What follows belongs to an exercise in optimizing a design on an open flow for small area; a production flow would make more cautious choices.
The RTL was checked by simulation tests, not by an equivalence proof against the original design.
No activity file was given, so power comes from the tool's default toggle rates.

--- design.v ---
module hk_rca #(parameter W = 8) (
    input  wire [W-1:0] a,
    input  wire [W-1:0] b,
    input  wire         ci,
    output wire [W-1:0] s,
    output wire         co
);
    wire [W:0] c;
    assign c[0] = ci;
    genvar i;
    generate
        for (i = 0; i < W; i = i + 1) begin : g
            assign s[i]   = a[i] ^ b[i] ^ c[i];
            assign c[i+1] = (a[i] & b[i]) | (c[i] & (a[i] ^ b[i]));
        end
    endgenerate
    assign co = c[W];
endmodule
module hk_inc1 #(parameter W = 8) (
    input  wire [W-1:0] a,
    input  wire [W-1:0] b,
    input  wire         ci,
    output wire [W-1:0] s,
    output wire         co
);
    wire [W:0] c;
    assign c[0] = ci;
    genvar i;
    generate
        for (i = 0; i < W; i = i + 1) begin : g
            wire t = b[i] | c[i];
            assign s[i]   = a[i] ^ t;
            assign c[i+1] = a[i] & t;
        end
    endgenerate
    assign co = c[W];
endmodule
module hk_filter_chain (
    input  wire        clk,
    input  wire        rst,           
    input  wire        run,           
    input  wire        sync,          
    input  wire [1:0]  cfg_order,     
    input  wire [2:0]  cfg_dec,       
    input  wire [9:0]  cfg_avg_m,     
    input  wire        cfg_lin_en,
    input  wire        mod_bit,
    input  wire        lin_we,
    input  wire [5:0]  lin_addr,
    input  wire [31:0] lin_wdata,
    output wire        word_valid,
    output wire [2:0]  word_seq,
    output wire        word_settling,
    output wire [23:0] word_code,
    output wire [31:0] word_val
);
    reg        run_q;
    reg [1:0]  order_r;
    reg [2:0]  dec_r;
    reg [9:0]  avg_m_r;
    reg        lin_en_r;
    wire       first   = run & ~run_q;           
    wire       do_sync = run & run_q & sync;     
    wire       dec_rst = first | do_sync;
    always @(posedge clk) begin
        run_q <= ~rst & run;
        if (first) begin
            order_r  <= cfg_order;
            dec_r    <= cfg_dec;
            avg_m_r  <= cfg_avg_m;
            lin_en_r <= cfg_lin_en;
        end
    end
    wire [2:0] n_ord = {1'b0, order_r} + 3'd1;
    reg  [5:0] sh;
    always @(*) begin
        case (order_r)
            2'd0:    sh = 6'd40 - {3'd0, dec_r};
            2'd1:    sh = 6'd36 - {2'd0, dec_r, 1'b0};
            2'd2:    sh = 6'd32 - ({3'd0, dec_r} + {2'd0, dec_r, 1'b0});
            default: sh = 6'd28 - {1'd0, dec_r, 2'b0};
        endcase
    end
    wire [43:0] onehot = 44'd1 << sh;
    reg         ph;                         
    reg         par;                        
    reg  [4:0]  xh;                         
    reg  [4:0]  y_r;
    wire [5:0]  hist = {xh, mod_bit};
    wire [4:0]  w    = par ? hist[5:1] : hist[4:0];
    reg  [4:0]  y;
    always @(*) begin
        case (order_r)
            2'd0:    y = {4'd0, w[0]} + {4'd0, w[1]};
            2'd1:    y = {4'd0, w[0]} + {3'd0, w[1], 1'b0} + {4'd0, w[2]};
            2'd2:    y = {4'd0, w[0]} + {3'd0, w[1], 1'b0} + {4'd0, w[1]} +
                         {3'd0, w[2], 1'b0} + {4'd0, w[2]} + {4'd0, w[3]};
            default: y = {4'd0, w[0]} + {2'd0, w[1], 2'b0} + {2'd0, w[2], 2'b0} +
                         {3'd0, w[2], 1'b0} + {2'd0, w[3], 2'b0} + {4'd0, w[4]};
        endcase
    end
    wire [4:0]  yv   = ph ? y_r : y;
    wire [43:0] yfull = {39'd0, yv} << sh;
    wire [21:0] inj  = ph ? yfull[43:22] : yfull[21:0];
    reg  [21:0] a1, b1, a2, b2, a3, b3, a4, b4;    
    reg         c1, c2, c3, c4;
    wire [21:0] s1, s2, s3, s4;
    wire        o1n, o2n, o3n, o4n;
    hk_rca #(22) u_i1 (.a(a1), .b(inj), .ci(ph & c1), .s(s1), .co(o1n));
    hk_rca #(22) u_i2 (.a(a2), .b(a1),  .ci(ph & c2), .s(s2), .co(o2n));
    hk_rca #(22) u_i3 (.a(a3), .b(a2),  .ci(ph & c3), .s(s3), .co(o3n));
    hk_rca #(22) u_i4 (.a(a4), .b(a3),  .ci(ph & c4), .s(s4), .co(o4n));
    always @(posedge clk) begin
        ph  <= ~ph & ~rst;
        xh  <= {xh[3:0], mod_bit};
        y_r <= y;
        if (dec_rst)
            par <= ~ph;
        a1 <= b1;  b1 <= s1;  c1 <= o1n;
        a2 <= b2;  b2 <= s2;  c2 <= o2n;
        a3 <= b3;  b3 <= s3;  c3 <= o3n;
        a4 <= b4;  b4 <= s4;  c4 <= o4n;
    end
    reg  [10:0] dcnt;
    wire [10:0] dmask   = ~(11'h7ff << ({1'b0, dec_r} + 4'd4));
    wire        dec_evt = run & ~dec_rst & ((dcnt | ~dmask) == 11'h7ff);
    reg  [2:0]  jcnt;           
    reg         rst_mode;       
    reg  [9:0]  mcnt;           
    reg  [2:0]  seq_cnt;
    wire        in_settle = (jcnt < n_ord);
    wire        a_drop    = in_settle & ~rst_mode;
    wire        a_last    = (mcnt == avg_m_r);
    wire        a_start   = (mcnt == 10'd0);
    always @(posedge clk) begin
        dcnt <= dec_rst ? 11'd1 : dcnt + 11'd1;
        if (dec_rst) begin
            jcnt     <= 3'd0;
            rst_mode <= do_sync;
            mcnt     <= 10'd0;
            seq_cnt  <= 3'd0;
        end else if (dec_evt) begin
            if (jcnt != 3'd4)
                jcnt <= jcnt + 3'd1;
            if (!a_drop) begin
                mcnt <= a_last ? 10'd0 : mcnt + 10'd1;
                if (a_last)
                    seq_cnt <= seq_cnt + 3'd1;
            end
        end
    end
    reg        p_drop, p_start, p_last, p_set, p_sat, p_lin;
    reg [1:0]  p_n;
    reg [2:0]  p_seq;
    reg [9:0]  dm;              
    always @(posedge clk) begin
        if (dec_evt) begin
            p_drop  <= a_drop;
            p_start <= a_start;
            p_last  <= a_last;
            p_set   <= in_settle & rst_mode;
            p_sat   <= mod_bit;
            p_n     <= order_r;
            p_seq   <= seq_cnt;
            p_lin   <= lin_en_r;
        end
        if (dec_evt & ~a_drop & a_last)
            dm <= avg_m_r;
    end
    reg  [3:0] cd;
    reg  pr1, pr2, pr3, pr4, cons;
    wire ld = (cd == 4'd1);
    wire proc = pr1 | pr2 | pr3 | pr4;
    always @(posedge clk) begin
        if (rst) begin
            cd  <= 4'd0;
            pr1 <= 1'b0; pr2 <= 1'b0; pr3 <= 1'b0; pr4 <= 1'b0;
            cons <= 1'b0;
        end else begin
            if (dec_evt)
                cd <= {order_r, 1'b0} + 4'd2 + {3'd0, par};
            else if (cd != 4'd0)
                cd <= cd - 4'd1;
            pr1 <= ld; pr2 <= pr1; pr3 <= pr2; pr4 <= pr3;
            cons <= pr4;
        end
    end
    reg  [21:0] hd_sel;                  
    always @(*) begin
        case (p_n)
            2'd0:    hd_sel = a1;
            2'd1:    hd_sel = a2;
            2'd2:    hd_sel = a3;
            default: hd_sel = a4;
        endcase
    end
    reg  [43:0] X;
    reg  [43:0] cr1, cr2, cr3, cr4;      
    reg         cy1, cy2, cy3, cy4;      
    wire [10:0] d1, d2, d3, d4;
    wire        o1, o2, o3, o4;
    hk_rca #(11) u_c1 (.a(X[10:0]), .b(~cr1[10:0]), .ci(pr1 | cy1), .s(d1), .co(o1));
    hk_rca #(11) u_c2 (.a(d1),      .b(~cr2[10:0]), .ci(pr1 | cy2), .s(d2), .co(o2));
    hk_rca #(11) u_c3 (.a(d2),      .b(~cr3[10:0]), .ci(pr1 | cy3), .s(d3), .co(o3));
    hk_rca #(11) u_c4 (.a(d3),      .b(~cr4[10:0]), .ci(pr1 | cy4), .s(d4), .co(o4));
    wire [10:0] cN = (p_n == 2'd0) ? d1 : (p_n == 2'd1) ? d2 : (p_n == 2'd2) ? d3 : d4;
    always @(posedge clk) begin
        X[43:33] <= cN;
        X[32:22] <= pr1 ? hd_sel[21:11] : X[43:33];
        X[21:11] <= ld ? hd_sel[21:11] : (pr1 ? hd_sel[10:0] : X[32:22]);
        X[10:0]  <= ld ? hd_sel[10:0] : X[21:11];
        cr1 <= {proc ? X[10:0] : cr1[10:0], cr1[43:11]};
        cr2 <= {proc ? d1      : cr2[10:0], cr2[43:11]};
        cr3 <= {proc ? d2      : cr3[10:0], cr3[43:11]};
        cr4 <= {proc ? d3      : cr4[10:0], cr4[43:11]};
        cy1 <= o1; cy2 <= o2; cy3 <= o3; cy4 <= o4;
    end
    wire [23:0] q_c    = X[43:20];
    wire        up_c   = X[19] & ((|X[18:0]) | X[20]);
    wire        sat_z  = ~(|X) & p_sat;           
    wire [23:0] addend = sat_z ? 24'hffffff : q_c;
    wire        acin   = up_c & ~(&q_c);
    reg  [33:0] S;
    reg         s_set;
    wire [9:0]  hm = {1'b0, avg_m_r[9:1]} + {9'd0, avg_m_r[0]};    
    wire [33:0] base = p_start ? (p_last ? 34'd0 : {24'd0, hm}) : S;
    wire [23:0] sn_lo;
    wire        sn_co;
    wire [9:0]  sn_hi;
    hk_rca  #(24) u_av  (.a(base[23:0]), .b(addend), .ci(acin), .s(sn_lo), .co(sn_co));
    hk_inc1 #(10) u_avh (.a(base[33:24]), .b(10'd0), .ci(sn_co), .s(sn_hi), .co());
    wire [33:0] s_new = {sn_hi, sn_lo};
    wire        set_new = (~p_start & s_set) | p_set;
    always @(posedge clk) begin
        if (cons & ~p_drop) begin
            S     <= s_new;
            s_set <= set_new;
        end
    end
    wire load_div = cons & ~p_drop & p_last;
    localparam ST_IDLE = 3'd0, ST_DIV = 3'd1, ST_WAIT = 3'd2, ST_DC = 3'd3,
               ST_BOOTH = 3'd4, ST_OUT = 3'd5, ST_PAUSE = 3'd6;
    reg  [2:0]  st;
    reg  [3:0]  cnt;
    reg  [9:0]  R;
    reg  [23:0] Q;
    reg         l_set, l_lin;
    reg  [2:0]  l_seq;
    wire [10:0] ra = {R, Q[23]};
    wire [10:0] sa, sb;
    wire        ge_a, ge_b;
    hk_rca #(11) u_da (.a(ra), .b({1'b1, ~dm}), .ci(1'b0), .s(sa), .co(ge_a));
    wire [9:0]  ra2 = ge_a ? sa[9:0] : ra[9:0];
    wire [10:0] rb = {ra2, Q[22]};
    hk_rca #(11) u_db (.a(rb), .b({1'b1, ~dm}), .ci(1'b0), .s(sb), .co(ge_b));
    wire [9:0]  rb2 = ge_b ? sb[9:0] : rb[9:0];
    wire        q0  = ge_b & ~((cnt == 4'd11) & dm[0] & ~(|rb2));
    reg  [5:0]    r, r1;
    reg  [1055:0] ring;
    wire [6:0]    dw    = {1'b0, lin_addr} - {1'b0, r} - 7'd1;
    wire [5:0]    wpos  = dw[6] ? (dw[5:0] + 6'd33) : dw[5:0];
    wire [6:0]    dwb   = {1'b0, lin_addr} - {1'b0, r1};
    wire [5:0]    wposb = dwb[6] ? (dwb[5:0] + 6'd33) : dwb[5:0];
    wire          wen   = lin_we & (lin_addr <= 6'd32);
    reg  [32:0]   wsel, wseln;
    integer p;
    always @(*) begin
        for (p = 0; p < 33; p = p + 1) begin
            wsel[p]  = wen & (wpos == p);
            wseln[p] = ~(wen & (wposb == p));
        end
    end
    always @(posedge clk) begin
        r  <= (r >= 6'd32) ? 6'd0 : r + 6'd1;
        r1 <= (r >= 6'd31) ? r - 6'd31 : r + 6'd2;
        for (p = 0; p < 33; p = p + 1) begin
            if (p == 32)
                ring[p*32 +: 32] <= ~((~ring[31:0] | {32{wsel[p]}}) &
                                      (~lin_wdata | {32{wseln[p]}}));
            else if (p % 2 == 1)
                ring[p*32 +: 32] <= ~((ring[(p+1)*32 +: 32] | {32{wsel[p]}}) &
                                      (lin_wdata | {32{wseln[p]}}));
            else
                ring[p*32 +: 32] <= ~((ring[(p+1)*32 +: 32] | {32{wsel[p]}}) &
                                      (~lin_wdata | {32{wseln[p]}}));
        end
    end
    wire [4:0]  kk   = Q[23:19];
    wire [6:0]  dp   = {2'b0, kk} - {1'b0, r};
    wire [5:0]  pos  = dp[6] ? (dp[5:0] + 6'd33) : dp[5:0];
    wire        hit  = (st == ST_WAIT) & (pos[1:0] == 2'b00);
    reg  [3:0]  tsel;
    wire [3:0]  tix  = (st == ST_DC) ? tsel : pos[5:2];
    reg  [31:0] tapv;
    always @(*) begin
        case (tix)
            4'd0:    tapv = ring[0*128 +: 32];
            4'd1:    tapv = ring[1*128 +: 32];
            4'd2:    tapv = ring[2*128 +: 32];
            4'd3:    tapv = ring[3*128 +: 32];
            4'd4:    tapv = ring[4*128 +: 32];
            4'd5:    tapv = ring[5*128 +: 32];
            4'd6:    tapv = ring[6*128 +: 32];
            4'd7:    tapv = ring[7*128 +: 32];
            default: tapv = ring[8*128 +: 32];
        endcase
    end
    reg  [31:0] YL;
    reg  [32:0] Dr;
    reg  [31:0] A;
    reg  [1:0]  lb;
    reg         stk;
    reg  [2:0]  dg;
    wire [32:0] dsub;
    hk_rca #(33) u_ds (.a({tapv[31], tapv}), .b(~{YL[31], YL}), .ci(1'b1), .s(dsub), .co());
    wire [20:0] fe = {1'b0, Q[18:0], 1'b0};
    reg  [2:0]  dnext;
    always @(*) begin
        case (cnt)
            4'd0:    dnext = fe[2:0];
            4'd1:    dnext = fe[4:2];
            4'd2:    dnext = fe[6:4];
            4'd3:    dnext = fe[8:6];
            4'd4:    dnext = fe[10:8];
            4'd5:    dnext = fe[12:10];
            4'd6:    dnext = fe[14:12];
            4'd7:    dnext = fe[16:14];
            4'd8:    dnext = fe[18:16];
            default: dnext = fe[20:18];
        endcase
    end
    wire        b_one = dg[1] ^ dg[0];
    wire        b_two = (dg[2] ^ dg[1]) & ~(dg[1] ^ dg[0]);
    wire        b_neg = dg[2];
    wire [33:0] b_mag = b_one ? {Dr[32], Dr} : (b_two ? {Dr, 1'b0} : 34'd0);
    wire [33:0] bsum;
    hk_rca #(34) u_bo (.a({A[31], A[31], A}), .b(b_neg ? ~b_mag : b_mag), .ci(b_neg),
                       .s(bsum), .co());
    wire [31:0] q19 = {A[30:0], lb[1]};
    wire        up_l = lb[0] & (stk | lb[1]);
    wire [31:0] ylin;
    hk_rca #(32) u_fin (.a(YL), .b(q19), .ci(up_l), .s(ylin), .co());
    always @(posedge clk) begin
        if (rst) begin
            st <= ST_IDLE;
        end else if (load_div) begin
            st <= (dm == 10'd0) ? ST_WAIT : ST_DIV;
        end else begin
            case (st)
                ST_DIV:   if (cnt == 4'd11) st <= ST_WAIT;
                ST_WAIT:  if (hit) st <= ST_DC;
                ST_DC:    st <= (cnt == 4'd0) ? ST_BOOTH : ST_PAUSE;
                ST_PAUSE: if (cnt == 4'd0) st <= ST_BOOTH;
                ST_BOOTH: if (cnt == 4'd10) st <= ST_OUT;
                ST_OUT:   st <= ST_IDLE;
                default:  st <= ST_IDLE;
            endcase
        end
        if (load_div) begin
            R     <= s_new[33:24];
            Q     <= s_new[23:0];
            l_set <= set_new;
            l_seq <= p_seq;
            l_lin <= p_lin;
        end else if (st == ST_DIV) begin
            R <= rb2;
            Q <= {Q[21:0], ge_a, q0};
        end
        if (load_div)
            cnt <= (dm == 10'd0) ? 4'd12 : 4'd0;
        else
            cnt <= cnt + 4'd1;
        tsel <= pos[5:2];
        if (hit)
            YL <= tapv;
        if (st == ST_DC)
            Dr <= dsub;
        if (st == ST_BOOTH) begin
            A   <= bsum[33:2];
            lb  <= bsum[1:0];
            stk <= stk | lb[1] | lb[0];
        end else begin
            A   <= 32'd0;
            lb  <= 2'd0;
            stk <= 1'b0;
        end
        dg <= dnext;
    end
    wire [23:0] code = Q ^ 24'h800000;
    assign word_valid    = (st == ST_OUT);
    assign word_seq      = l_seq;
    assign word_settling = l_set;
    assign word_code     = l_set ? 24'd0 : code;
    assign word_val      = l_set ? 32'd0 :
                           l_lin ? ylin : {{8{code[23]}}, code};
endmodule
--- run.sh ---
#!/bin/bash
# synth_recipe.tcl (not shown) runs the flow's synth.tcl, then flattens the netlist and writes it again
# the make line also repeats each setting of config.mk as NAME=value (left out here)
make -C /OpenROAD-flow-scripts/flow DESIGN_CONFIG=/design/flow/config.mk WORK_HOME=/design/flow/orfs CLKGATE_MAP_FILE= SYNTH_SCRIPT=/design/flow/synth_recipe.tcl finish
--- config.mk ---
export PLATFORM = sky130hd
export DESIGN_NAME = hk_filter_chain
export DESIGN_NICKNAME = hk_filter_chain
export VERILOG_FILES = /design/flow/design.v
export SDC_FILE = /design/flow/constraint.sdc
export NUM_CORES = 4
export LEC_CHECK = 0
export CAP_MARGIN = 20
export CORE_MARGIN = 2
export CORE_UTILIZATION = 60
export CTS_BUF_LIST = sky130_fd_sc_hd__clkbuf_16
export CTS_CLUSTER_DIAMETER = 120
export CTS_CLUSTER_SIZE = 24
export SLEW_MARGIN = 20
--- constraint.sdc ---
create_clock -name core_clock -period 18.0 [get_ports {clk}]
set_input_delay 3.6000 -clock core_clock [delete_from_list [all_inputs] [get_ports {clk}]]
set_output_delay 3.6000 -clock core_clock [all_outputs]
set_load 0.01 [all_outputs]
==> metrics.md, run 1 <==
| Metric | Value |
|---|---|
| Placer congestion estimate | 0.9311 |
| Rows | 120 |
| Worst-Skew Late Latency | 710 ps |
| Part of the power in registers | 47.7% |
| Clk buf depth | 3 |
| Fin util | 65.14% |
| FMAX | 57.89 MHz |
| Synth Net Count | 6003 |
| Final Hold Vio Count | 0 |
| Final period utilization | 95.97% |
| Final #Nets | 5867 |
| Dpl hpwl | 123700 um |
| Initial Util | 60.58% |
| Slowest library cell on the worst path | xnor2_1 |
| EDFF count, synth | 178 |
| Maximum VDD drop | 0.1761 mV |
| Syn Area/Cell | 11.64 sq um |
| Residual DRC | 0 |
| Total GRT Usage | 32.70% |
| CP max FO | 8 |
| Clock transition at path regs | 100 ps |
| CP arrival | 17740 ps |
| Post-Syn Instances | 5589 |
| First-pass GRT wire length | 275200 um |
| Register area | 0.03676 sq mm |
| Most frequent cells in the layout | 1568 x dfxtp_1, 560 x o22ai_1, 512 x o2bb2ai_1 |
| Slew HR | 14.35% |
| Initial drt markers | 5043 |
| Setup Skew | 31.68 ps |
| Synth warnings | 1 |
| Drt pass-1 iters | 7 |
| CTS tree | yes |
| Synth unique cells | 92 |
| Delay-heaviest family, CP | adder cells |
| Critical Path Max Stage Delay | 470 ps |
| Ranking of synthesized cells by area | dfxtp_1 48%, fa_1 8.4%, edfxtp_1 8.2% |
| Worst Path Buf+Inv | 2 |
| Worst-Margin Slew | 1268 ps |
| Layout area overhead | 7.540% |
| Power Dens Cells | 171.6 mW/mm^2 |
| Post-CTS setup buffer count | 0 |
| Clk pwr share | 17.1% |
| Post-synth top area share | 48.30% |
| Finished Layout Cells | 6881 |
| Outcome | timing/DRC/antenna clean |
| Setup crit end kind | flip-flop |
| I/O Buffers | 120 |
| Final wirelength | 183700 um |
| Clock sinks | 1747 |
| LEAKAGE | 26.05 nW |
| Critical Path Start Type | flip-flop |
| Wire per inst | 26.69 um |
| Die X-Extent | 333.2 um |
| Vias per cell | 6.463 |
| Max-cap viol count | 0 |
| Top_reg_cell synth | dfxtp_1 |
| Die height | 333.2 um |
| Int Pwr | 7.754 mW |
| Synth async-reset ratio | 0% |
| Grt ovf | 0 |
| WP data required | 18460 ps |
| Hold Path Class | reg -> reg |
| Initial antenna violation count | 2 |
| Tmin final | 17270 ps |
| Placed insts | 6772 |
| Final setup vio count | 0 |
| Psw | 4.245 mW |
| Post-CTS Hold Buffers | 0 |
| Part of the Yosys area used for sequential elements | 56.52% |
| Num CTS Buffers | 82 |
| Count of final max-slew check failures | 0 |
| Commonest non-fill, non-tap cell in the layout | dfxtp_1 |
| Critical path class | reg -> reg |
| Share of layout cells above drive strength 1 | 7.615% |
| CP dominant cell by count | fa_1 |
| Largest area contributor in the netlist | dfxtp_1 |
| Logic pwr share | 35.2% |
| Die area | 0.1110 sq mm |
| Htree depth | 3 |
| Vias | 44470 |
| Root Driver | clkbuf_16 |
| Antenna-violating nets left | 0 |
| Fillers | 8380 |
| Post-Syn Area | 0.06503 sq mm |
| Reg2reg setup slack | 730 ps |
| # IOs | 121 |
| Multi-input logic area | 0.02569 sq mm |
| Core ar. | 0.1074 sq mm |
| Switching part of the total power | 35.38% |
| Largest net degree at the start of global routing | 68 |
| Synth Register Bits | 1747 |
| Setup_tns | 0 ps |
| Via count of the first global-routing pass | 42310 |
[final timing paths]
path | start | end | depth (start not counted)
max reg2reg | Q[19]$_DFFE_PP_ | Dr[31]$_DFFE_PP_ | 44
min | cr3[19]$_DFF_P_ | cr3[8]$_DFF_P_ | 0
max | Q[19]$_DFFE_PP_ | Dr[31]$_DFFE_PP_ | 44
min reg2reg | cr3[19]$_DFF_P_ | cr3[8]$_DFF_P_ | 0
[area by class of cell]
cell class	count	area share (%)
inverters	301	1.616
flip-flops and latches	1747	52.56
diodes	2	0.007156
well taps	1403	2.510
clock buffers	82	2.934
repair buffers	273	3.360
multi-input cells	3048	36.74
clock inverters	25	0.2755
[stage by stage]
step	cell area [sq um]	worst slack [ps]	hold slack [ps]	total power [mW]
4_1_cts	69860	373.2	313.1	12.00
2_1_floorplan	65030	1591	309.6	8.498
3_3_place_gp	67610	505.4	309.7	9.787
5_1_grt	69930	-8.420	318.2	12.79
6_report	69930	726.1	317.2	12.00
3_5_place_dp	67620	423.5	312.1	9.923
[cells by family (layout without fill, tap and decap cells)]
| kind of cell | Yosys count | in the layout | synth area share (%) |
|---|---|---|---|
| buffers and inverters | 794 | 681 | 4.823 |
| multiplexers | 132 | 132 | 2.647 |
| AND/OR/NAND/NOR | 765 | 765 | 5.870 |
| AO/OA/AOI/OAI | 1724 | 1724 | 19.17 |
| XOR/XNOR | 73 | 73 | 0.9947 |
| other | 0 | 2 | 0 |
| flip-flops | 1747 | 1747 | 56.52 |
| adder cells (fa/ha/maj) | 354 | 354 | 9.974 |
[Yosys cell counts, types with 8 or more instances]
cell / number
a211oi_1: 35
a21oi_1: 148
a221o_1: 16
a221oi_1: 25
a222oi_1: 31
a22o_1: 44
a22oi_1: 83
a31oi_1: 28
a32oi_1: 8
and2_1: 14
and3_1: 23
and4_1: 12
buf_1: 43
buf_2: 125
clkbuf_1: 325
dfxtp_1: 1569
edfxtp_1: 178
fa_1: 274
ha_1: 80
inv_1: 297
mux2_2: 40
mux2i_1: 64
mux4_2: 28
nand2_1: 145
nand2b_1: 13
nand3_1: 48
nand3b_1: 8
nand4_1: 26
nor2_1: 280
nor2b_1: 60
nor3_1: 32
nor3b_1: 9
nor4_1: 30
nor4b_2: 9
o21ai_0: 143
o21ai_1: 11
o22ai_1: 560
o2bb2ai_1: 512
or2_2: 21
xnor2_1: 40
xor2_1: 32
[power by group through the flow]
stage | sequential (mW) | clock (mW) | combinational, mW
finish | 5.73 | 2.05 | 4.22
global route | 5.82 | 2.21 | 4.76
CTS | 5.72 | 2.08 | 4.20
detailed placement | 5.80 | 0 | 4.13
global placement | 5.78 | 0 | 4.01
floorplan | 5.51 | 0 | 2.98
[registers in the layout (all words and copies together), names as in the netlist, 33 cells and up]
signal and cells:
ring 1056, S 34, cr2 44, cr3 44, cr4 44, cr1 44
Dr 33, X 44
[repair_timing]
item                                    in CTS  in global routing
endpoints found under the setup margin       0                  2
resized for setup                            0                  4
hold endpoints to repair                     0                  0
[layer usage]
metal | up-vias | global-route usage, % | wire length (um)
li1 | 19920 | - | -
met3 | 327 | 4.268 | 13710
met5 | - | 0 | 0
met4 | 0 | 12.12 | 6975
met2 | 1905 | 50.04 | 81910
met1 | 22320 | 47.72 | 81070
==> run 2: changes to the inputs <==
--- a/design.v
+++ b/design.v
@@ -194,7 +194,8 @@
             default: hd_sel = a4;
         endcase
     end
-    reg  [43:0] X;
+    reg  [32:0] X;                       
+    reg         z0;                      
     reg  [43:0] cr1, cr2, cr3, cr4;      
     reg         cy1, cy2, cy3, cy4;      
     wire [10:0] d1, d2, d3, d4;
@@ -205,25 +206,27 @@
     hk_rca #(11) u_c4 (.a(d3),      .b(~cr4[10:0]), .ci(pr1 | cy4), .s(d4), .co(o4));
     wire [10:0] cN = (p_n == 2'd0) ? d1 : (p_n == 2'd1) ? d2 : (p_n == 2'd2) ? d3 : d4;
     always @(posedge clk) begin
-        X[43:33] <= cN;
-        X[32:22] <= pr1 ? hd_sel[21:11] : X[43:33];
+        X[32:22] <= pr1 ? hd_sel[21:11] : cN;
         X[21:11] <= ld ? hd_sel[21:11] : (pr1 ? hd_sel[10:0] : X[32:22]);
         X[10:0]  <= ld ? hd_sel[10:0] : X[21:11];
+        if (pr1)
+            z0 <= |cN;
         cr1 <= {proc ? X[10:0] : cr1[10:0], cr1[43:11]};
         cr2 <= {proc ? d1      : cr2[10:0], cr2[43:11]};
         cr3 <= {proc ? d2      : cr3[10:0], cr3[43:11]};
         cr4 <= {proc ? d3      : cr4[10:0], cr4[43:11]};
         cy1 <= o1; cy2 <= o2; cy3 <= o3; cy4 <= o4;
     end
-    wire [23:0] q_c    = X[43:20];
-    wire        up_c   = X[19] & ((|X[18:0]) | X[20]);
-    wire        sat_z  = ~(|X) & p_sat;           
-    wire [23:0] addend = sat_z ? 24'hffffff : q_c;
-    wire        acin   = up_c & ~(&q_c);
+    wire [23:0] q_c    = X[32:9];
+    wire        up_c   = X[8] & ((|X[7:0]) | z0 | X[9]);
+    wire        sat_z  = ~((|X) | z0) & p_sat;    
+    wire        a_add  = cons & ~p_drop;          
+    wire [23:0] addend = ~a_add ? 24'd0 : sat_z ? 24'hffffff : q_c;
+    wire        acin   = a_add & up_c & ~(&q_c);
     reg  [33:0] S;
     reg         s_set;
     wire [9:0]  hm = {1'b0, avg_m_r[9:1]} + {9'd0, avg_m_r[0]};    
-    wire [33:0] base = p_start ? (p_last ? 34'd0 : {24'd0, hm}) : S;
+    wire [33:0] base = (a_add & p_start) ? (p_last ? 34'd0 : {24'd0, hm}) : S;
     wire [23:0] sn_lo;
     wire        sn_co;
     wire [9:0]  sn_hi;
@@ -232,10 +235,9 @@
     wire [33:0] s_new = {sn_hi, sn_lo};
     wire        set_new = (~p_start & s_set) | p_set;
     always @(posedge clk) begin
-        if (cons & ~p_drop) begin
-            S     <= s_new;
+        S <= s_new;                               
+        if (a_add)
             s_set <= set_new;
-        end
     end
     wire load_div = cons & ~p_drop & p_last;
     localparam ST_IDLE = 3'd0, ST_DIV = 3'd1, ST_WAIT = 3'd2, ST_DC = 3'd3,
==> metrics.md, run 2 <==
| Metric | Value |
|---|---|
| I/O Buffers | 120 |
| Ranking of synthesized cells by area | dfxtp_1 49%, fa_1 8.5%, o2bb2ai_1 6.9% |
| Max reg flops | 1056 |
| Via count of the first global-routing pass | 42400 |
| Clk buf depth | 3 |
| Synth warnings | 1 |
| Post-synth top area share | 49.24% |
| RSZ-0062 raised after global routing | no |
| Total GRT Usage | 33.21% |
| Share of layout cells above drive strength 1 | 8.206% |
| Critical path class | reg -> reg |
| Synth async-reset ratio | 0% |
| Drt pass-1 iters | 6 |
| FF-to-FF path depth | 45 |
| Vias per cell | 6.367 |
| Layout area overhead | 7.430% |
| Largest area contributor in the netlist | dfxtp_1 |
| Worst-Skew Late Latency | 730 ps |
| CTS tree | yes |
| Dpl hpwl | 128300 um |
| Clock transition at path regs | 110 ps |
| Synth unique cells | 93 |
| Clock sinks | 1737 |
| Final setup vio count | 0 |
| Fillers | 8406 |
| Setup_tns | 0 ps |
| Setup Skew | 40.45 ps |
| Count of final max-slew check failures | 0 |
| Most frequent cells after synthesis | 1592 x dfxtp_1, 556 x o22ai_1, 512 x o2bb2ai_1, 322 x clkbuf_1, 286 x inv_1 |
| Largest net degree at the start of global routing | 78 |
| Final wirelength | 184700 um |
| Synth Register Bits | 1737 |
| Post-Place Setup Slack | 492.1 ps |
| First-pass GRT wire length | 278300 um |
| Vias | 43940 |
| Hold Path Class | reg -> reg |
| Worst-Margin Slew | 1117 ps |
| Part of the Yosys area used for sequential elements | 55.96% |
| Wire per inst | 26.77 um |
| Post-Syn Area | 0.06473 sq mm |
| Syn Area/Cell | 11.54 sq um |
| Finished Layout Cells | 6901 |
| Residual DRC | 0 |
| Setup crit end kind | flip-flop |
| Top_reg_cell synth | dfxtp_1 |
| Fin util | 64.96% |
| Commonest non-fill, non-tap cell in the layout | dfxtp_1 |
| Post-CTS Hold Buffers | 0 |
| Initial antenna violation count | 7 |
| Most frequent cells in the layout | 1591 x dfxtp_1, 555 x o22ai_1, 512 x o2bb2ai_1 |
| Critical Path Start Type | flip-flop |
| Worst R2R End | Dr[31]$_DFFE_PP_ |
| Placer congestion estimate | 0.9395 |
| Top-count cell post-synth | dfxtp_1 |
| Die height | 332.5 um |
| Htree depth | 3 |
| Core ar. | 0.1071 sq mm |
| CP max FO | 16 |
| Final Hold Vio Count | 0 |
| Root Driver | clkbuf_16 |
| Slowest library cell on the worst path | fa_1 |
| Reg with most FFs | ring |
| Rows | 120 |
| Final period utilization | 95.52% |
| LEAKAGE | 26.25 nW |
| Initial Util | 60.47% |
| Overall power | 12.36 mW |
| Tmin final | 17190 ps |
| FMAX | 58.16 MHz |
| EDFF count, synth | 145 |
| Setup ws final | 805.7 ps |
| Antenna-violating nets left | 0 |
| Reg2reg setup slack | 810 ps |
| WP data required | 18460 ps |
| Outcome | timing/DRC/antenna clean |
| Synth Net Count | 6023 |
| CP arrival | 17650 ps |
| Critical Path Max Stage Delay | 530 ps |
| WHS | 328.2 ps |
| Maximum VDD drop | 0.1771 mV |
| Grt ovf | 0 |
| Post-Syn Instances | 5609 |
| DP Area | 0.06716 sq mm |
| CP dominant cell by count | fa_1 |
| Placed insts | 6786 |
| Power Dens Cells | 177.7 mW/mm^2 |
| Final #Nets | 5888 |
| Max-cap viol count | 0 |
| Post-route cell area | 0.06954 sq mm |
| # IOs | 121 |
| Hold endpoint | a3[21]$_DFF_P_ |
| Hold Path Cell Cnt | 0 |
| Slew HR | 25.51% |
| Hold path start | b3[21]$_DFF_P_ |
| Die area | 0.1105 sq mm |
| Initial drt markers | 4196 |
| Die X-Extent | 332.5 um |
| Num CTS Buffers | 82 |
| R2R Path Start | Q[19]$_DFFE_PP_ |
==> run 2: cell count changes after synthesis, moves of 17 or more <==
| cell | change |
|---|---|
| buf_1 | +24 |
| nand2_1 | +73 |
| mux2_2 | +26 |
| dfxtp_1 | +23 |
| nor2_1 | -28 |
| nor3_2 | +20 |
| buf_2 | -21 |
| o21a_1 | +21 |
| and2_1 | +17 |
| edfxtp_1 | -33 |
==> run 2: power by group <==
group	leakage (nW)	total (mW)	switching (mW)	internal (mW)
combinational	10.2	4.59	2.65	1.95
clock	1.17	2.06	1.22	0.847
sequential	14.9	5.70	0.630	5.07
total	26.3	12.4	4.49	7.86
==> run 2: timing repair <==
action	in CTS	in global routing
resized for setup	0	6
setup buffers	0	6
setup endpoints to repair	0	2
==> run 2: kinds of logic after synthesis <==
kind of cell / Yosys count / synth area share, %
DFF: 1737 / 55.96
and+or+nand+nor: 813 / 6.187
buffers and inverters: 786 / 4.805
adders and majority gates: 354 / 10.02
muxes: 146 / 2.888
AOI/OAI and AO/OA: 1700 / 19.08
xor gates and xnor gates: 73 / 1.057
==> run 2: how the worst max path moves through the flow <==
stage	start	end	slack, ps	cells after the start
after CTS	Q[19]$_DFFE_PP_	Dr[31]$_DFFE_PP_	460	43
after global routing	Q[19]$_DFFE_PP_	Dr[31]$_DFFE_PP_	20	45
after global placement	Q[19]$_DFFE_PP_	Dr[31]$_DFFE_PP_	740	44
final	Q[19]$_DFFE_PP_	Dr[31]$_DFFE_PP_	810	45
after detailed placement	Q[19]$_DFFE_PP_	Dr[31]$_DFFE_PP_	490	43
after floorplan	Q[19]$_DFFE_PP_	Dr[31]$_DFFE_PP_	1550	46
==> run 2: critical path: cells and delay by family, from the launching register on <==
kind	cells	cell delay (ps)
simple gates	1	80
buf+inv	3	380
mux	1	70
fa+ha+maj	34	14420
flops	1	390
compound gates	6	1610
==> run 2: cell type report <==
type	count	area [sq um]	area share (%)
diodes	2	5.005	0.007197
clock buffers	83	2077	2.987
well taps	1403	1755	2.524
repair buffers	279	2395	3.444
flip-flops and latches	1737	36230	52.09
inverters	288	1081	1.555
clock inverters	23	200.2	0.2879
multi-input cells	3086	25800	37.10
==> run 2: routing by layer <==
metal / wire, um / track usage (%) / up-vias / part of all wire, %
met1: 77500 / 44.99 / 22080 / 42
met5: 29 / 0 / - / 0.016
met2: 87010 / 53.96 / 1585 / 47
li1: - / - / 19940 / -
met3: 12550 / 5.148 / 330 / 6.8
met4: 7647 / 12.70 / 4 / 4.1
==> run 3: changes to the inputs <==
--- a/design.v
+++ b/design.v
@@ -81,7 +81,10 @@
             default: sh = 6'd28 - {1'd0, dec_r, 2'b0};
         endcase
     end
-    wire [43:0] onehot = 44'd1 << sh;
+    reg  [3:0]  cd;                         
+    reg  [1:0]  p_n;                        
+    wire        ld = (cd == 4'd1);
+    reg         pr1, pr2, pr3, pr4, cons;
     reg         ph;                         
     reg         par;                        
     reg  [4:0]  xh;                         
@@ -106,10 +109,15 @@
     reg         c1, c2, c3, c4;
     wire [21:0] s1, s2, s3, s4;
     wire        o1n, o2n, o3n, o4n;
-    hk_rca #(22) u_i1 (.a(a1), .b(inj), .ci(ph & c1), .s(s1), .co(o1n));
-    hk_rca #(22) u_i2 (.a(a2), .b(a1),  .ci(ph & c2), .s(s2), .co(o2n));
-    hk_rca #(22) u_i3 (.a(a3), .b(a2),  .ci(ph & c3), .s(s3), .co(o3n));
-    hk_rca #(22) u_i4 (.a(a4), .b(a3),  .ci(ph & c4), .s(s4), .co(o4n));
+    wire        dump = ld | pr1;
+    wire        dp1 = dump & (p_n == 2'd0);
+    wire        dp2 = dump & (p_n == 2'd1);
+    wire        dp3 = dump & (p_n == 2'd2);
+    wire        dp4 = dump & (p_n == 2'd3);
+    hk_rca #(22) u_i1 (.a(dp1 ? 22'd0 : a1), .b(inj), .ci(ph & c1), .s(s1), .co(o1n));
+    hk_rca #(22) u_i2 (.a(dp2 ? 22'd0 : a2), .b(a1),  .ci(ph & c2), .s(s2), .co(o2n));
+    hk_rca #(22) u_i3 (.a(dp3 ? 22'd0 : a3), .b(a2),  .ci(ph & c3), .s(s3), .co(o3n));
+    hk_rca #(22) u_i4 (.a(dp4 ? 22'd0 : a4), .b(a3),  .ci(ph & c4), .s(s4), .co(o4n));
     always @(posedge clk) begin
         ph  <= ~ph & ~rst;
         xh  <= {xh[3:0], mod_bit};
@@ -150,7 +158,6 @@
         end
     end
     reg        p_drop, p_start, p_last, p_set, p_sat, p_lin;
-    reg [1:0]  p_n;
     reg [2:0]  p_seq;
     reg [9:0]  dm;              
     always @(posedge clk) begin
@@ -167,9 +174,6 @@
         if (dec_evt & ~a_drop & a_last)
             dm <= avg_m_r;
     end
-    reg  [3:0] cd;
-    reg  pr1, pr2, pr3, pr4, cons;
-    wire ld = (cd == 4'd1);
     wire proc = pr1 | pr2 | pr3 | pr4;
     always @(posedge clk) begin
         if (rst) begin
@@ -196,26 +200,24 @@
     end
     reg  [32:0] X;                       
     reg         z0;                      
-    reg  [43:0] cr1, cr2, cr3, cr4;      
-    reg         cy1, cy2, cy3, cy4;      
-    wire [10:0] d1, d2, d3, d4;
-    wire        o1, o2, o3, o4;
-    hk_rca #(11) u_c1 (.a(X[10:0]), .b(~cr1[10:0]), .ci(pr1 | cy1), .s(d1), .co(o1));
-    hk_rca #(11) u_c2 (.a(d1),      .b(~cr2[10:0]), .ci(pr1 | cy2), .s(d2), .co(o2));
+    reg  [43:0] cr2, cr3, cr4;           
+    reg         cy2, cy3, cy4;           
+    wire [10:0] d2, d3, d4;
+    wire        o2, o3, o4;
+    hk_rca #(11) u_c2 (.a(X[10:0]), .b(~cr2[10:0]), .ci(pr1 | cy2), .s(d2), .co(o2));
     hk_rca #(11) u_c3 (.a(d2),      .b(~cr3[10:0]), .ci(pr1 | cy3), .s(d3), .co(o3));
     hk_rca #(11) u_c4 (.a(d3),      .b(~cr4[10:0]), .ci(pr1 | cy4), .s(d4), .co(o4));
-    wire [10:0] cN = (p_n == 2'd0) ? d1 : (p_n == 2'd1) ? d2 : (p_n == 2'd2) ? d3 : d4;
+    wire [10:0] cN = (p_n == 2'd0) ? X[10:0] : (p_n == 2'd1) ? d2 : (p_n == 2'd2) ? d3 : d4;
     always @(posedge clk) begin
         X[32:22] <= pr1 ? hd_sel[21:11] : cN;
         X[21:11] <= ld ? hd_sel[21:11] : (pr1 ? hd_sel[10:0] : X[32:22]);
         X[10:0]  <= ld ? hd_sel[10:0] : X[21:11];
         if (pr1)
             z0 <= |cN;
-        cr1 <= {proc ? X[10:0] : cr1[10:0], cr1[43:11]};
-        cr2 <= {proc ? d1      : cr2[10:0], cr2[43:11]};
+        cr2 <= {proc ? X[10:0] : cr2[10:0], cr2[43:11]};
         cr3 <= {proc ? d2      : cr3[10:0], cr3[43:11]};
         cr4 <= {proc ? d3      : cr4[10:0], cr4[43:11]};
-        cy1 <= o1; cy2 <= o2; cy3 <= o3; cy4 <= o4;
+        cy2 <= o2; cy3 <= o3; cy4 <= o4;
     end
     wire [23:0] q_c    = X[32:9];
     wire        up_c   = X[8] & ((|X[7:0]) | z0 | X[9]);
--- a/config.mk
+++ b/config.mk
@@ -11,4 +11,5 @@
 export CTS_BUF_LIST = sky130_fd_sc_hd__clkbuf_16
 export CTS_CLUSTER_DIAMETER = 120
 export CTS_CLUSTER_SIZE = 24
+export GPL_TIMING_DRIVEN = 0
 export SLEW_MARGIN = 20
==> metrics.md, run 3 <==
| Metric | Value |
|---|---|
| Outcome | timing/DRC/antenna clean |
| Maximum VDD drop | 0.1825 mV |
| Via count of the first global-routing pass | 42900 |
| Setup_tns | 0 ps |
| Wire per inst | 27.11 um |
| Placer congestion estimate | 0.9681 |
| Final wirelength | 194600 um |
| CP arrival | 17870 ps |
| First-pass GRT wire length | 283700 um |
| Fillers | 8417 |
| CTS tree | yes |
| Largest net degree at the start of global routing | 42 |
| Residual DRC | 0 |
| Initial antenna violation count | 10 |
| Setup crit end kind | flip-flop |
| Post-Syn Instances | 5562 |
| Slew HR | 16.53% |
| Final Hold Vio Count | 0 |
| Layout area overhead | 8.401% |
| Core ar. | 0.1056 sq mm |
| Num CTS Buffers | 80 |
| Post-Place Setup Slack | -1497 ps |
| Final #Nets | 6164 |
| Clock sinks | 1692 |
| Die area | 0.1095 sq mm |
| Int Pwr | 7.261 mW |
| Multi-input logic area | 0.02566 sq mm |
| Setup Skew | 50.18 ps |
| Share of layout cells above drive strength 1 | 9.152% |
| Tmin final | 17420 ps |
| Xor and xnor fraction of the mapped netlist area | 1.169% |
| Worst-Skew Late Latency | 740 ps |
| WP data required | 18450 ps |
| Count of final max-slew check failures | 0 |
| Most frequent cells after synthesis | 1547 x dfxtp_1, 540 x o22ai_1, 483 x o2bb2ai_1, 283 x inv_1, 276 x nand2_1 |
| Max-cap viol count | 0 |
| Hold Path Class | reg -> reg |
| Part of the power in registers | 48.5% |
| Compound-Gate Fraction of Synth Area | 18.63% |
| Power Dens Cells | 162.2 mW/mm^2 |
| RSZ-0062 raised after global routing | no |
| Setup ws final | 575.9 ps |
| Most frequent cells in the layout | 1543 x dfxtp_1, 540 x o22ai_1, 483 x o2bb2ai_1 |
| Critical Path Start Type | flip-flop |
| Synth async-reset ratio | 0% |
| Post-synth top area share | 48.30% |
| Synth warnings | 1 |
| Clk pwr share | 18.0% |
| Htree depth | 3 |
| Main combinational cell family by area after synthesis | compound AO/OA/AOI/OAI gates |
| Switching part of the total power | 35.60% |
| EDFF count, synth | 145 |
| DP Area | 0.06689 sq mm |
| Initial drt markers | 5092 |
| Clk buf depth | 3 |
| Largest area contributor in the netlist | dfxtp_1 |
| Critical path class | reg -> reg |
| Grt ovf | 0 |
| CP max FO | 10 |
| # IOs | 121 |
| Vias | 45370 |
| Reg2reg setup slack | 580 ps |
| Top-count cell post-synth | dfxtp_1 |
| Clock transition at path regs | 110 ps |
| Synth Register Bits | 1692 |
| Ranking of synthesized cells by area | dfxtp_1 48%, fa_1 8.2%, edfxtp_1 6.8% |
| Post-CTS Hold Buffers | 0 |
| Initial Util | 60.74% |
| CP dominant cell by count | fa_1 |
| Drt pass-1 iters | 7 |
| Synth unique cells | 98 |
| Register area | 0.03533 sq mm |
| Slowest library cell on the worst path | fa_1 |
| Final setup vio count | 0 |
| Mux share of post-synthesis cell area | 2.912% |
| Syn Area/Cell | 11.53 sq um |
| Die X-Extent | 330.9 um |
| Synthesized-area fraction occupied by and/or/nand/nor cells | 7.177% |
| LEAKAGE | 26.65 nW |
| Vias per cell | 6.318 |
| Part of the Yosys area used for sequential elements | 55.09% |
| Rows | 119 |
| Die height | 330.9 um |
| Top_reg_cell synth | dfxtp_1 |
| Synth Net Count | 5965 |
| Total GRT Usage | 35.17% |
| FMAX | 57.39 MHz |
| Psw | 4.013 mW |
| Root Driver | clkbuf_16 |
| Worst-Margin Slew | 1247 ps |
| Synth Area in Adders | 9.773% |
| Post-Syn Area | 0.06412 sq mm |
| Max reg flops | 1056 |
| Antenna-violating nets left | 0 |
| Critical Path Max Stage Delay | 470 ps |
| Reg with most FFs | ring |
| Commonest non-fill, non-tap cell in the layout | dfxtp_1 |
| Dpl hpwl | 143500 um |
| I/O Buffers | 88 |
| Final period utilization | 96.80% |
| Logic pwr share | 33.5% |
| Post-route cell area | 0.06950 sq mm |
==> run 3: cell types whose count changed in the layout (fill, tap and decap cells not counted), moves of 29 or more <==
| cell | change |
|---|---|
| buf_1 | +47 |
| a21oi_1 | -30 |
| dfxtp_1 | -48 |
| nand2_1 | +57 |
| buf_2 | +116 |
| and2_1 | +62 |
| buf_4 | -94 |
| o22ai_2 | +48 |
| clkbuf_1 | +266 |
| o2bb2ai_1 | -29 |
==> run 3: worst max-delay path: cells and delay by family, from the launching register on <==
kind	cells	cell delay [ps]
adders and majority gates	33	13810
and+or+nand+nor	3	610
buffers and inverters	3	650
AOI/OAI and AO/OA	6	1670
DFF	1	420
==> run 3: per-stage QoR <==
step                      total power, mW  utilization [%]  hold WS, ps  std cells
final                               11.27            65.84        322.7       7180
after global routing                11.87            65.82        332.0       7173
after CTS                           11.22            65.61        329.0       7158
after detailed placement            9.182            63.37        312.1       7051
after global placement              9.050            63.22        309.6       7041
after floorplan                     7.704                -        309.6       5562
==> run 3: worst paths after layout <==
check / from / endpoint / cells past startpoint
worst max-delay path: Q[19]$_DFFE_PP_ / Dr[31]$_DFFE_PP_ / 45
worst min register to register: cr4[32]$_DFF_P_ / cr4[21]$_DFF_P_ / 0
worst max register to register: Q[19]$_DFFE_PP_ / Dr[31]$_DFFE_PP_ / 45
worst min-delay path: cr4[32]$_DFF_P_ / cr4[21]$_DFF_P_ / 0
==> run 3: layer usage <==
| layer | up-vias | part of all wire [%] | track usage (%) |
|---|---|---|---|
| li1 | 20320 | - | - |
| met1 | 22510 | 41 | 47.78 |
| met2 | 2116 | 46 | 55.41 |
| met3 | 419 | 8.7 | 6.803 |
| met4 | 8 | 4.6 | 14.75 |
| met5 | - | 0.024 | 0 |
==> run 3: logic make-up after synthesis <==
family,after synthesis
DFF,1692
AOI/OAI and AO/OA,1605
and+or+nand+nor,922
buffers and inverters,783
adders and majority gates,343
muxes,137
xor gates and xnor gates,80
==> run 3: timing repair <==
item,CTS,global route
pin swaps,6,9
setup buffers,7,11
setup endpoints to repair,5,3
gates resized for setup,25,37
==> run 3: area by class of cell <==
type / count / share of cell area, %
Buffer: 494 / 3.363
Antenna cell: 9 / 0.03240
Tap cell: 1391 / 2.504
Inverter: 288 / 1.559
Clock buffer: 82 / 2.952
Sequential cell: 1692 / 50.83
Multi-Input combinational cell: 3087 / 36.92
Clock inverter: 19 / 0.2178
Timing Repair Buffer: 118 / 1.618
==> run 3: power groups by stage <==
stage	Clock, mW	Sequential, mW	Combinational (mW)
3_5_place_dp	0	5.53	3.65
4_1_cts	2.04	5.46	3.73
3_3_place_gp	0	5.52	3.53
6_report	2.03	5.47	3.77
5_1_grt	2.18	5.54	4.15
2_1_floorplan	0	5.27	2.44
==> run 4: changes to the inputs <==
--- a/config.mk
+++ b/config.mk
@@ -11,5 +11,4 @@
 export CTS_BUF_LIST = sky130_fd_sc_hd__clkbuf_16
 export CTS_CLUSTER_DIAMETER = 120
 export CTS_CLUSTER_SIZE = 24
-export GPL_TIMING_DRIVEN = 0
 export SLEW_MARGIN = 20
==> metrics.md, run 4 <==
| Metric | Value |
|---|---|
| Post-synth top area share | 48.30% |
| Part of the Yosys area used for sequential elements | 55.09% |
| Syn Area/Cell | 11.53 sq um |
| DP Area | 0.06605 sq mm |
| Largest area contributor in the netlist | dfxtp_1 |
| Register area | 0.03533 sq mm |
| Synth Register Bits | 1692 |
| Setup crit end kind | flip-flop |
| Grt ovf | 0 |
| EDFF count, synth | 145 |
| Die X-Extent | 330.9 um |
| Synth warnings | 1 |
| Placed insts | 6708 |
| Max-cap viol count | 0 |
| WP data required | 18460 ps |
| Multi-input logic area | 0.02572 sq mm |
| Top_reg_cell synth | dfxtp_1 |
| Post-route cell area | 0.06831 sq mm |
| CP dominant cell by count | fa_1 |
| Via count of the first global-routing pass | 42460 |
| Drt pass-1 iters | 9 |
| Vias | 44240 |
| Wire per inst | 28.07 um |
| Layout area overhead | 6.541% |
| Final period utilization | 95.88% |
| Critical path class | reg -> reg |
| CP max FO | 6 |
| Final wirelength | 191200 um |
| I/O Buffers | 120 |
| Finished Layout Cells | 6813 |
| Final Hold Vio Count | 0 |
| Antenna-violating nets left | 0 |
| Tmin final | 17260 ps |
| Worst-Margin Slew | 1203 ps |
| CTS tree | yes |
| WHS | 320.8 ps |
| Most frequent cells in the layout | 1546 x dfxtp_1, 540 x o22ai_1, 483 x o2bb2ai_1 |
| Post-Syn Instances | 5562 |
| Clock sinks | 1692 |
| Htree depth | 3 |
| Synth unique cells | 98 |
| Setup ws final | 742.2 ps |
| Root Driver | clkbuf_16 |
| Placer congestion estimate | 0.9323 |
| Critical Path Start Type | flip-flop |
| # IOs | 121 |
| CP arrival | 17720 ps |
| Fillers | 8361 |
| Clk buf depth | 3 |
| Residual DRC | 0 |
| Post-CTS Hold Buffers | 0 |
| Clock transition at path regs | 100 ps |
| Critical Path Max Stage Delay | 460 ps |
| Post-Syn Area | 0.06412 sq mm |
| Synth Net Count | 5965 |
| Total GRT Usage | 34.62% |
| Max reg flops | 1056 |
| Rows | 119 |
| Core ar. | 0.1056 sq mm |
| Post-Place Setup Slack | 609.4 ps |
| Die height | 330.9 um |
| Num CTS Buffers | 80 |
| Grt peak-use layer | met2 |
| Power Dens Cells | 161.3 mW/mm^2 |
| Initial drt markers | 5099 |
| Slew HR | 19.82% |
| Count of final max-slew check failures | 0 |
| Commonest non-fill, non-tap cell in the layout | dfxtp_1 |
| Worst-Skew Late Latency | 700 ps |
| Slowest library cell on the worst path | fa_1 |
| M2 GR Usage | 53.72% |
| FMAX | 57.94 MHz |
| LEAKAGE | 26.05 nW |
| Outcome | timing/DRC/antenna clean |
| Setup_tns | 0 ps |
| Share of layout cells above drive strength 1 | 8.449% |
| Most frequent cells after synthesis | 1547 x dfxtp_1, 540 x o22ai_1, 483 x o2bb2ai_1, 283 x inv_1, 276 x nand2_1 |
| Initial antenna violation count | 2 |
| Post-CTS setup buffer count | 0 |
| Reg with most FFs | ring |
| Dpl hpwl | 122600 um |
| First-pass GRT wire length | 280100 um |
| Final #Nets | 5804 |
| Met3 Use GR | 5.468% |
| Ranking of synthesized cells by area | dfxtp_1 48%, fa_1 8.2%, edfxtp_1 6.8% |
| Initial Util | 60.74% |
| Maximum VDD drop | 0.1660 mV |
| Die area | 0.1095 sq mm |
| Vias per cell | 6.493 |
| Hold Path Class | reg -> reg |
| Setup Skew | 34.38 ps |
| RSZ-0062 raised after global routing | no |
| Synth async-reset ratio | 0% |
| Met1 Use GR | 47.29% |
| Final setup vio count | 0 |
| Largest net degree at the start of global routing | 67 |
| Top-count cell post-synth | dfxtp_1 |
[run 4: report_power, final]
group | internal, mW | total, mW | switching (mW)
Clock | 0.852 | 2.03 | 1.18
Combinational | 1.50 | 3.51 | 2.01
Sequential | 4.89 | 5.48 | 0.595
[run 4: area by class of cell]
cell class	instances	share of cell area, %
diodes	1	0.003663
flip-flops and latches	1692	51.71
repair buffers	252	3.271
well taps	1391	2.548
clock inverters	17	0.1191
clock buffers	85	3.114
multi-input cells	3087	37.65
inverters	288	1.583
[run 4: path summary, 6_finish.rpt]
path	startpoint	to	slack (ps)	depth (start not counted)
max	Q[19]$_DFFE_PP_	Dr[31]$_DFFE_PP_	740	46
min	b4[4]$_DFF_P_	a4[4]$_DFF_P_	320	0
max reg2reg	Q[19]$_DFFE_PP_	Dr[31]$_DFFE_PP_	740	46
min reg2reg	b4[4]$_DFF_P_	a4[4]$_DFF_P_	320	0
[run 4: kinds of logic (layout without fill, tap and decap cells)]
kind of cell / count (synthesis) / count (layout) / share of synthesized area, %
flip-flops: 1692 / 1692 / 55.09
XOR/XNOR: 80 / 80 / 1.169
multiplexers: 137 / 137 / 2.912
adder cells (fa/ha/maj): 343 / 343 / 9.773
AND/OR/NAND/NOR: 922 / 922 / 7.177
buffers and inverters: 783 / 642 / 5.247
AO/OA/AOI/OAI: 1605 / 1605 / 18.63
other: 0 / 1 / 0
[run 4: timing repair]
item                       CTS  global route
gates resized for setup      0             1
hold endpoints to repair     0             0
setup endpoints to repair    0             1
[run 4: worst max-delay path, delay by kind of cell (launching register included)]
kind,cells,cell delay [ps]
fa+ha+maj,34,14380
compound gates,3,840
simple gates,4,720
xor+xnor,2,430
flops,1,390
buf+inv,3,250
[run 4: metal layers]
metal | share of wire, % | vias up
met5 | 0.0037 | -
met1 | 41 | 22200
met4 | 6.1 | 2
met3 | 7.8 | 433
li1 | - | 19600
met2 | 45 | 2006
[run 4: through the flow]
step                      util, %  power (mW)
after floorplan                 -       7.704
after global placement      62.55       8.948
after detailed placement    62.57       9.050
after CTS                   64.66       11.06
after global routing        64.71       11.68
final                       64.71       11.02
==> run 5: changes to the inputs <==
--- a/config.mk
+++ b/config.mk
@@ -8,7 +8,7 @@
 export CAP_MARGIN = 20
 export CORE_MARGIN = 2
 export CORE_UTILIZATION = 60
-export CTS_BUF_LIST = sky130_fd_sc_hd__clkbuf_16
-export CTS_CLUSTER_DIAMETER = 120
-export CTS_CLUSTER_SIZE = 24
+export CTS_BUF_LIST = sky130_fd_sc_hd__clkbuf_8
+export CTS_CLUSTER_DIAMETER = 50
+export CTS_CLUSTER_SIZE = 16
 export SLEW_MARGIN = 20
==> metrics.md, run 5 <==
| Metric | Value |
|---|---|
| Setup crit end kind | flip-flop |
| Setup_tns | 0 ps |
| Largest net degree at the start of global routing | 67 |
| EDFF count, synth | 145 |
| Drt pass-1 iters | 7 |
| RSZ-0062 raised after global routing | no |
| Finished Layout Cells | 6938 |
| Die height | 330.9 um |
| Maximum VDD drop | 0.1622 mV |
| Dpl hpwl | 122600 um |
| First-pass GRT wire length | 281400 um |
| Syn Area/Cell | 11.53 sq um |
| Synth async-reset ratio | 0% |
| Die area | 0.1095 sq mm |
| Setup Skew | 50.86 ps |
| Top_reg_cell synth | dfxtp_1 |
| CP max FO | 6 |
| Initial drt markers | 4865 |
| Final Hold Vio Count | 0 |
| Max-cap viol count | 0 |
| Post-Syn Area | 0.06412 sq mm |
| Share of layout cells above drive strength 1 | 10.46% |
| Post-CTS Hold Buffers | 0 |
| Top-count cell post-synth | dfxtp_1 |
| Antenna-violating nets left | 0 |
| Grt ovf | 0 |
| Final wirelength | 192300 um |
| WP data required | 18610 ps |
| Most frequent cells after synthesis | 1547 x dfxtp_1, 540 x o22ai_1, 483 x o2bb2ai_1, 283 x inv_1, 276 x nand2_1 |
| Post-Place Setup Slack | 609.4 ps |
| Fin util | 65.30% |
| Via count of the first global-routing pass | 42930 |
| Post-route cell area | 0.06893 sq mm |
| Layout area overhead | 7.509% |
| Synth Register Bits | 1692 |
| Die X-Extent | 330.9 um |
| DP Area | 0.06605 sq mm |
| Core ar. | 0.1056 sq mm |
| Vias per cell | 6.439 |
| Rows | 119 |
| Worst-Margin Slew | 1221 ps |
| Slew HR | 18.57% |
| Initial antenna violation count | 3 |
| Fillers | 8380 |
| Clock transition at path regs | 90 ps |
| CP arrival | 17890 ps |
| I/O Buffers | 120 |
| Num CTS Buffers | 147 |
| Most frequent cells in the layout | 1546 x dfxtp_1, 540 x o22ai_1, 483 x o2bb2ai_1 |
| CP dominant cell by count | fa_1 |
| Placed insts | 6708 |
| Htree depth | 4 |
| Commonest non-fill, non-tap cell in the layout | dfxtp_1 |
| Final #Nets | 5871 |
| Setup ws final | 720.1 ps |
| Placer congestion estimate | 0.9323 |
| Worst-Skew Late Latency | 900 ps |
| Synth warnings | 1 |
| Slowest library cell on the worst path | fa_1 |
| # IOs | 121 |
| Max reg flops | 1056 |
| Final setup vio count | 0 |
| Overall power | 11.24 mW |
| Synth Net Count | 5965 |
| Critical Path Max Stage Delay | 460 ps |
| CTS tree | yes |
| Critical Path Start Type | flip-flop |
| Reg with most FFs | ring |
| LEAKAGE | 26.40 nW |
| WHS | 318.1 ps |
| Hold Path Class | reg -> reg |
| Residual DRC | 0 |
| Initial Util | 60.74% |
| Vias | 44670 |
| Part of the Yosys area used for sequential elements | 55.09% |
| Wire per inst | 27.71 um |
| Critical path class | reg -> reg |
| Post-synth top area share | 48.30% |
| Synth unique cells | 98 |
| Power Dens Cells | 163.0 mW/mm^2 |
| Outcome | timing/DRC/antenna clean |
| Largest area contributor in the netlist | dfxtp_1 |
| Post-Syn Instances | 5562 |
| Count of final max-slew check failures | 0 |
| Ranking of synthesized cells by area | dfxtp_1 48%, fa_1 8.2%, edfxtp_1 6.8% |
| Root Driver | clkbuf_8 |
| Clk buf depth | 3 |
| Total GRT Usage | 34.89% |
| Clock sinks | 1692 |
| FMAX | 57.87 MHz |
| Tmin final | 17280 ps |
| Final period utilization | 96.00% |
==> run 5: cell counts after synthesis <==
No cell type changed its count.
==> run 5: routing by layer <==
metal	wire length (um)	up-vias	share of wire [%]	track usage, %
li1	-	19780	-	-
met5	7	-	0.0036	0.04348
met4	11410	2	5.9	18.29
met1	79250	22370	41	47.45
met3	15320	449	8.0	5.869
met2	86300	2077	45	53.86
==> run 5: power by group <==
part / internal, mW / switching, mW
registers: 4.89 / 0.591
clock network: 0.933 / 1.31
logic: 1.50 / 2.02
total: 7.32 / 3.92
==> run 5: path summary, 6_finish.rpt <==
check | to | slack, ps | start | cells after the start
max | Dr[31]$_DFFE_PP_ | 720 | Q[19]$_DFFE_PP_ | 46
min | a1[5]$_DFF_P_ | 320 | b1[5]$_DFF_P_ | 0
max reg2reg | Dr[31]$_DFFE_PP_ | 720 | Q[19]$_DFFE_PP_ | 46
min reg2reg | a1[5]$_DFF_P_ | 320 | b1[5]$_DFF_P_ | 0
==> run 5: logic make-up after synthesis <==
| kind of cell | after synthesis | synth area share (%) |
|---|---|---|
| xor+xnor | 80 | 1.169 |
| mux | 137 | 2.912 |
| flops | 1692 | 55.09 |
| simple gates | 922 | 7.177 |
| buf+inv | 783 | 5.247 |
| fa+ha+maj | 343 | 9.773 |
| compound gates | 1605 | 18.63 |
==> run 5: critical path, delay by kind of cell (launching register included) <==
kind / cells / cell delay, ps
and+or+nand+nor: 3 / 610
adders and majority gates: 34 / 14400
DFF: 1 / 380
AOI/OAI and AO/OA: 4 / 950
xor gates and xnor gates: 2 / 430
buffers and inverters: 3 / 250
==> run 5: final cells by class <==
type / count / area, sq um / share of cell area [%]
Sequential cell: 1692 / 35330 / 51.25
Antenna cell: 1 / 2.502 / 0.003630
Clock inverter: 73 / 709.4 / 1.029
Multi-Input combinational cell: 3087 / 25720 / 37.31
Clock buffer: 154 / 2120 / 3.075
Timing Repair Buffer: 252 / 2235 / 3.242
Tap cell: 1391 / 1740 / 2.525
Inverter: 288 / 1081 / 1.568
==> run 5: repair_timing <==
action,4_1_cts,5_1_grt
endpoints found under the setup margin,0,1
endpoints found under the hold margin,0,0
gates resized for setup,0,1
buffers inserted,0,0
==> run 6: changes to the inputs <==
--- a/config.mk
+++ b/config.mk
@@ -9,6 +9,6 @@
 export CORE_MARGIN = 2
 export CORE_UTILIZATION = 60
 export CTS_BUF_LIST = sky130_fd_sc_hd__clkbuf_8
-export CTS_CLUSTER_DIAMETER = 50
-export CTS_CLUSTER_SIZE = 16
+export CTS_CLUSTER_DIAMETER = 80
+export CTS_CLUSTER_SIZE = 14
 export SLEW_MARGIN = 20
==> metrics.md, run 6 <==
| Metric | Value |
|---|---|
| Outcome | timing/DRC/antenna clean |
| CP max FO | 6 |
| Setup Skew | 53.80 ps |
| DP Area | 0.06605 sq mm |
| Dpl hpwl | 122600 um |
| Finished Layout Cells | 6890 |
| Hold path start | b4[15]$_DFF_P_ |
| Max reg flops | 1056 |
| Worst-Margin Slew | 1194 ps |
| Setup crit end kind | flip-flop |
| Tmin final | 17300 ps |
| Logic pwr share | 32.0% |
| Initial antenna violation count | 3 |
| Initial drt markers | 4923 |
| Synth async-reset ratio | 0% |
| Clock transition at path regs | 100 ps |
| Initial Util | 60.74% |
| Hold Path Cell Cnt | 0 |
| Hold Path Class | reg -> reg |
| Vias | 44480 |
| Critical Path Max Stage Delay | 460 ps |
| Vias per cell | 6.455 |
| Placer congestion estimate | 0.9323 |
| Share of layout cells above drive strength 1 | 9.569% |
| Hold endpoint | a4[15]$_DFF_P_ |
| EDFF count, synth | 145 |
| LEAKAGE | 26.12 nW |
| Reg2reg setup slack | 700 ps |
| Worst Path Buf+Inv | 3 |
| Root Driver | clkbuf_8 |
| Fin util | 64.68% |
| Commonest non-fill, non-tap cell in the layout | dfxtp_1 |
| Grt ovf | 0 |
| Post-Syn Area | 0.06412 sq mm |
| Largest net degree at the start of global routing | 67 |
| I/O Buffers | 120 |
| Critical Path Start Type | flip-flop |
| Htree depth | 4 |
| Synth Register Bits | 1692 |
| Syn Area/Cell | 11.53 sq um |
| Clk pwr share | 18.0% |
| Max-cap viol count | 0 |
| WP data required | 18640 ps |
| Int Pwr | 7.125 mW |
| Final wirelength | 191900 um |
| Residual DRC | 0 |
| Setup_tns | 0 ps |
| Clock sinks | 1692 |
| Slew HR | 20.39% |
| Rows | 119 |
| Final Hold Vio Count | 0 |
| Via count of the first global-routing pass | 42880 |
| Final period utilization | 96.09% |
| Part of the Yosys area used for sequential elements | 55.09% |
| # IOs | 121 |
| Final #Nets | 5863 |
| Post-synth top area share | 48.30% |
| Delay-heaviest family, CP | adder cells |
| Largest area contributor in the netlist | dfxtp_1 |
| Post-CTS Hold Buffers | 0 |
| Synth Net Count | 5965 |
| Post-route cell area | 0.06828 sq mm |
| Worst-Skew Late Latency | 890 ps |
| Total GRT Usage | 34.83% |
| R2R Path Start | Q[19]$_DFFE_PP_ |
| First-pass GRT wire length | 281000 um |
| Drt pass-1 iters | 8 |
| Most frequent cells after synthesis | 1547 x dfxtp_1, 540 x o22ai_1, 483 x o2bb2ai_1, 283 x inv_1, 276 x nand2_1 |
| Clk buf depth | 3 |
| CTS tree | yes |
| Synth unique cells | 98 |
| Die X-Extent | 330.9 um |
| CP arrival | 17940 ps |
| CP dominant cell by count | fa_1 |
| Synth warnings | 1 |
| Worst R2R End | Dr[31]$_DFFE_PP_ |
| Power Dens Cells | 160.4 mW/mm^2 |
| Placed insts | 6708 |
| Wire per inst | 27.85 um |
| Post-Syn Instances | 5562 |
| Top_reg_cell synth | dfxtp_1 |
| Psw | 3.830 mW |
| FMAX | 57.82 MHz |
| Resized Gates After CTS | 0 |
| Num CTS Buffers | 139 |
| Final setup vio count | 0 |
| Switching part of the total power | 34.96% |
| Layout area overhead | 6.500% |
| Antenna-violating nets left | 0 |
| Top-count cell post-synth | dfxtp_1 |
| Die area | 0.1095 sq mm |
| Reg with most FFs | ring |
| Post-CTS setup buffer count | 0 |
| Count of final max-slew check failures | 0 |
| Die height | 330.9 um |
| Core ar. | 0.1056 sq mm |
| Critical path class | reg -> reg |
| Part of the power in registers | 50.0% |
| FF-to-FF path depth | 46 |
| Slowest library cell on the worst path | fa_1 |
| Most frequent cells in the layout | 1546 x dfxtp_1, 540 x o22ai_1, 483 x o2bb2ai_1 |
| Ranking of synthesized cells by area | dfxtp_1 48%, fa_1 8.2%, edfxtp_1 6.8% |
| RSZ-0062 raised after global routing | no |
| Maximum VDD drop | 0.1736 mV |
==> run 6: through the flow <==
step	setup WS, ps	hold WS, ps	power, mW
global placement	737.3	309.6	8.948
detailed placement	609.4	312.1	9.050
global route	27.42	316.2	11.62
finish	704.7	315.7	10.96
floorplan	1384	309.6	7.704
CTS	601.9	311.4	10.99
==> run 6: kinds of logic (layout without fill, tap and decap cells) <==
kind of cell,count (synthesis),in the layout,synth area share [%]
AOI/OAI and AO/OA,1605,1605,18.63
xor gates and xnor gates,80,80,1.169
adders and majority gates,343,343,9.773
buffers and inverters,783,718,5.247
DFF,1692,1692,55.09
muxes,137,137,2.912
other,0,2,0
and+or+nand+nor,922,922,7.177
==> run 6: layer usage <==
metal | routed length [um] | part of all wire, % | track usage (%) | up-vias
met5 | 7 | 0.0036 | 0.04348 | -
met4 | 11730 | 6.1 | 19.15 | 2
met3 | 15950 | 8.3 | 5.905 | 489
met2 | 85660 | 45 | 53.58 | 2149
met1 | 78530 | 41 | 47.15 | 22130
li1 | - | - | - | 19700
==> run 6: worst max path at each step <==
stage / start / slack [ps] / depth (start not counted) / end
floorplan: st[1]$_SDFFE_PP0P_ / 1380 / 44 / Dr[31]$_DFFE_PP_
global route: r[0]$_SDFF_PP0_ / 30 / 45 / Dr[31]$_DFFE_PP_
global placement: Q[19]$_DFFE_PP_ / 740 / 46 / Dr[31]$_DFFE_PP_
CTS: Q[19]$_DFFE_PP_ / 600 / 46 / Dr[31]$_DFFE_PP_
finish: Q[19]$_DFFE_PP_ / 700 / 46 / Dr[31]$_DFFE_PP_
detailed placement: Q[19]$_DFFE_PP_ / 610 / 46 / Dr[31]$_DFFE_PP_
==> run 6: power groups by stage <==
stage / clock network (mW) / registers [mW] / logic, mW
after global placement: 0 / 5.53 / 3.42
after detailed placement: 0 / 5.54 / 3.51
after global routing: 2.12 / 5.55 / 3.94
after floorplan: 0 / 5.27 / 2.44
final: 1.97 / 5.48 / 3.51
after CTS: 1.99 / 5.47 / 3.53
==> run 6: layout make-up <==
type	count	area (sq um)
flip-flops and latches	1692	35330
clock inverters	36	231.5
repair buffers	252	2235
inverters	288	1081
multi-input cells	3087	25710
fillers	8410	37280
well taps	1391	1740
clock buffers	142	1954
diodes	2	5.005
==> run 6: worst register-to-register path, delay by kind of cell (launching register included) <==
family / cells / cell delay, ps
and+or+nand+nor: 4 / 760
AOI/OAI and AO/OA: 3 / 830
adders and majority gates: 34 / 14400
xor gates and xnor gates: 2 / 430
buffers and inverters: 3 / 260
DFF: 1 / 390

what the ideal ports hide:
No port has a modelled driver above. Below, the same layouts with a new extraction and two added sets of constraints.
Step 1: set_driving_cell puts a clkbuf_16 on clk and a buf_2 on each other input, an assumption about the parent block.
Step 2 also shifts input and output timing later by t, the mid clock arrival at the registers, as if the neighbouring blocks saw the same clock.
Three values: ideal ports, drivers, drivers and shift; two values: the first two.
run	shift t [ns]	slack for setup (ns)
run 1	0.768	0.726 / 0.726 / 0.726
run 2	0.786	0.806 / 0.806 / 0.806
run 3	0.774	0.576 / 0.576 / 0.576
run 4	0.756	0.742 / 0.742 / 0.742
run 5	0.941	0.720 / 0.720 / 0.720
run 6	0.933	0.705 / 0.705 / 0.705
After both steps setup and hold are still met in every run listed.
